Background: an optimization exercise with open tools, aiming at small area. Do not read the settings as production practice. The RTL was checked by simulation tests, not by an equivalence proof against the original design.

## north
// m_long_unit
module m_long_unit (
    input  wire        clk,
    input  wire        rst,         
    input  wire        issue,
    input  wire [1:0]  op,
    input  wire [63:0] a,
    input  wire [63:0] b,
    input  wire        dvs_we,      
    input  wire [8:0]  dvs_wdata,
    output wire        ready,
    output reg         done,
    output reg  [63:0] qt,
    output reg  [63:0] rm,
    output reg         rd_we,
    output reg  [63:0] rd_data,
    output wire [8:0]  dvs,
    output reg         fault,
    output reg  [1:0]  fault_cause
);
    function [6:0] lzc64(input [63:0] x);
        reg [63:0] v0;
        reg [31:0] v1; reg [31:0] c1;
        reg [15:0] v2; reg [31:0] c2;
        reg [7:0]  v3; reg [23:0] c3;
        reg [3:0]  v4; reg [15:0] c4;
        reg [1:0]  v5; reg [9:0]  c5;
        integer i;
        begin
            v0 = x;
            for (i = 0; i < 32; i = i + 1) begin
                v1[i] = v0[2*i+1] | v0[2*i];
                c1[i] = !v0[2*i+1];
            end
            for (i = 0; i < 16; i = i + 1) begin
                v2[i] = v1[2*i+1] | v1[2*i];
                c2[2*i +: 2] = v1[2*i+1] ? {1'b0, c1[2*i+1]} : {1'b1, c1[2*i]};
            end
            for (i = 0; i < 8; i = i + 1) begin
                v3[i] = v2[2*i+1] | v2[2*i];
                c3[3*i +: 3] = v2[2*i+1] ? {1'b0, c2[2*(2*i+1) +: 2]} : {1'b1, c2[2*(2*i) +: 2]};
            end
            for (i = 0; i < 4; i = i + 1) begin
                v4[i] = v3[2*i+1] | v3[2*i];
                c4[4*i +: 4] = v3[2*i+1] ? {1'b0, c3[3*(2*i+1) +: 3]} : {1'b1, c3[3*(2*i) +: 3]};
            end
            for (i = 0; i < 2; i = i + 1) begin
                v5[i] = v4[2*i+1] | v4[2*i];
                c5[5*i +: 5] = v4[2*i+1] ? {1'b0, c4[4*(2*i+1) +: 4]} : {1'b1, c4[4*(2*i) +: 4]};
            end
            if (!(v5[1] | v5[0]))
  ...
For scale: about 5400 cells after synthesis, about 420 flip-flops, roughly 350 I/O pins, ~38000 µm² of cells after synthesis.
Settings: LEC_CHECK=0, ABC_AREA=1, CAP_MARGIN=20, CORE_MARGIN=2, CORE_UTILIZATION=50, PLACE_DENSITY=0.6, SLEW_MARGIN=20; clock period 16.0 ns.
standard.sh (not shown) runs the stock make flow with config.mk's settings and CLKGATE_MAP_FILE= SYNTH_SCRIPT=/design/flow/synth_recipe.tcl, a recipe that flattens the netlist after the stock synthesis.
==> flow/flow/run.sh <==
#!/bin/bash
set -euo pipefail
bash standard.sh "BUFFER_PORTS_ARGS=-buffer_cell sky130_fd_sc_hd__buf_1" finish > standard_make.log 2>&1
### north -> south
--- a/flow/design.v
+++ b/flow/design.v
@@ -120,23 +120,36 @@
     wire [63:0] r2 = ws[1] ? {r1[11:0], r1[63:12]} : r1;
     wire [63:0] r3 = ws[2] ? {r2[14:0], r2[63:15]} : r2;
     wire [63:0] rot = ws[3] ? {r3[41:0], r3[63:42]} : r3;
     wire [63:0] l1 = ws[0] ? 64'hFFFF_FFFF_FFFF_FFFF >> 6 : 64'hFFFF_FFFF_FFFF_FFFF;
     wire [63:0] l2 = ws[1] ? l1 >> 12 : l1;
     wire [63:0] l3 = ws[2] ? l2 >> 15 : l2;
     wire [63:0] lm = q64 ? 64'd0 : (ws[3] ? l3 >> 42 : l3);
+    reg        dec_bad;
+    reg [4:0]  sig_a, sig_b;
+    integer j;
+    always @* begin
+        dec_bad = 1'b0;
+        sig_a   = 5'd0;
+        sig_b   = 5'd0;
+        for (j = 0; j < 16; j = j + 1) begin
+            if (a[4*j +: 4] > 4'd9 || b[4*j +: 4] > 4'd9) dec_bad = 1'b1;
+            if (a[4*j +: 4] != 4'd0) sig_a = j[4:0] + 5'd1;
+            if (b[4*j +: 4] != 4'd0) sig_b = j[4:0] + 5'd1;
+        end
+    end
+    wire [4:0] sig_m = (sig_a > sig_b) ? sig_a : sig_b;
     reg [5:0] lat;
     always @* begin
         if (is_div)
             lat = bzero ? 6'd6 : 6'd6 + {1'b0, s4};
         else
-            lat = 6'd10;                 
+            lat = dec_bad ? 6'd10 : 6'd10 + {sig_m, 1'b0};
     end
-    reg        r_div, r_na, r_negq, r_bzero, r_bad, r_sub, r_dzt, r_ci, r_ov;
-    reg [4:0]  r_m;                  
+    reg        r_div, r_sgn, r_na, r_negq, r_bzero, r_bad, r_sub, r_dzt, r_ci;
     reg [63:0] rr;                   
     reg [63:0] nq;                   
     reg [63:0] dd;                   
     reg        dec_c;
     reg [4:0]  sleft;                
     wire [63:0] rs [0:3];
     wire [2:0]  qd;
@@ -164,22 +177,14 @@
             end else begin
                 pair_c = 1'b0;
             end
             pair_sum[4*m +: 4] = ds[3:0];
         end
     end
     wire step = (sleft != 5'd0);
-    wire [7:0] da = rr[7:0];
-    wire [7:0] db = ~dd[7:0];
-    wire       pbad = (da[3] & (da[2] | da[1])) | (da[7] & (da[6] | da[5])) |
-                      (db[3] & (db[2] | db[1])) | (db[7] & (db[6] | db[5]));
-    wire [4:0] pos  = 5'd16 - {sleft[3:0], 1'b0};       
-    wire [4:0] m_nx = (|da[7:4] | |db[7:4]) ? pos + 5'd2 :
-                      (|da[3:0] | |db[3:0]) ? pos + 5'd1 : r_m;
-    wire       b_nx = r_bad | pbad;
     always @(posedge clk) begin
         if (rst) begin
             busy        <= 1'b0;
             cnt         <= 6'd0;
             sleft       <= 5'd0;
             done        <= 1'b0;
             rd_we       <= 1'b0;
@@ -195,32 +200,32 @@
             dzt         <= 1'b0;
         end else begin
             done  <= 1'b0;
             rd_we <= 1'b0;
             fault <= 1'b0;
             if (busy && cnt != 6'd0)
                 cnt <= cnt - 6'd1;
-            if (step && !r_div && sleft == 5'd1 && !b_nx)
-                cnt <= {m_nx, 1'b1};
             if (step)
                 sleft <= sleft - 5'd1;
             if (finish) begin
                 busy <= 1'b0;
                 done <= 1'b1;
                 if (r_div) begin
-                    qt <= cneg(nq, r_negq);
                     if (r_bzero) begin
+                        qt <= 64'hFFFF_FFFF_FFFF_FFFF;
                         dz <= 1'b1;
                         if (r_dzt) begin
                             fault       <= 1'b1;
                             fault_cause <= 2'd1;
                         end
+                    end else begin
+                        qt <= cneg(nq, r_negq);
+                        if (r_sgn && !r_negq && nq[63])
+                            ov <= 1'b1;
                     end
-                    if (r_ov)
-                        ov <= 1'b1;
                     rm <= cneg(rr, r_na);
                 end else begin
                     if (r_bad) begin
                         dinv        <= 1'b1;
                         fault       <= 1'b1;
                         fault_cause <= 2'd2;
                     end else begin
@@ -243,35 +248,32 @@
                 sleft   <= is_div ? cs : 5'd8;
             end
         end
     end
     always @(posedge clk) begin
         if (accept) begin
             r_div   <= is_div;
+            r_sgn   <= sgn;
             r_sub   <= op[0];
             r_na    <= na;
-            r_negq  <= (na ^ nb) | bzero;
+            r_negq  <= na ^ nb;
             r_bzero <= bzero;
-            r_bad   <= 1'b0;
-            r_m     <= 5'd0;
-            r_ov    <= q64 && na && nb;
+            r_bad   <= dec_bad;
             r_dzt   <= dzt;
             r_ci    <= !nb;
             rr      <= rot & lm;
-            nq      <= (rot & ~lm) | {63'd0, bzero};
+            nq      <= rot & ~lm;
             dd      <= ~bx;
             dec_c   <= op[0];
         end else if (step) begin
             if (r_div) begin
                 rr      <= rs[3];
                 nq      <= {nq[60:0], qd};
             end else begin
                 rr      <= {pair_sum, rr[63:8]};
-                r_bad   <= b_nx;
-                r_m     <= m_nx;
                 dd      <= {8'hFF, dd[63:8]};
                 dec_c   <= pair_c;
             end
         end
     end
 endmodule
 module bk65 (
==> summary.txt <==
- Result for south and north: all clean
- Synthesized-area fraction occupied by adder cells essentially unchanged between south and north.
- The worst setup slack of south exceeds that of north by 0.084 ns.
- The biggest fanout along the worst timing path number comes out lower for south vs north.
- Against north, south reports a global routing usage on met2 that is higher.
- For number of well taps, dividing the value from north by the value from south gives 0.950.
- | wire length on met3 | south vs north | 4.3% higher |

==> afterwards: timing with drivers on the ports <==
In the flow no input, the clock included, has a driving cell. The finished layouts below were timed again as built, in two steps.
Step 1 (the two cells are an assumption about what drives the block):
set clk [get_ports {clk}]
set_driving_cell -lib_cell sky130_fd_sc_hd__clkbuf_16 $clk
set_driving_cell -lib_cell sky130_fd_sc_hd__buf_2 [delete_from_list [all_inputs] $clk]
Step 2, shift: input delay + t, output delay - t, t = (earliest + latest rising clock arrival at the registers) / 2. This alone moves slack from input paths to output paths.
Slacks: no drivers / after step 1 / after step 2; pairs: no drivers / after step 1.
| run | shift t [ns] | setup WS [ns] | worst register clock-pin slew, ns |
|---|---|---|---|
| north | 0.675 | 1.268 / 1.268 / 1.268 | 0.07 / 0.07 |
| south | 0.661 | 1.352 / 1.352 / 1.352 | 0.07 / 0.07 |
After both steps setup and hold are still met in every run listed.
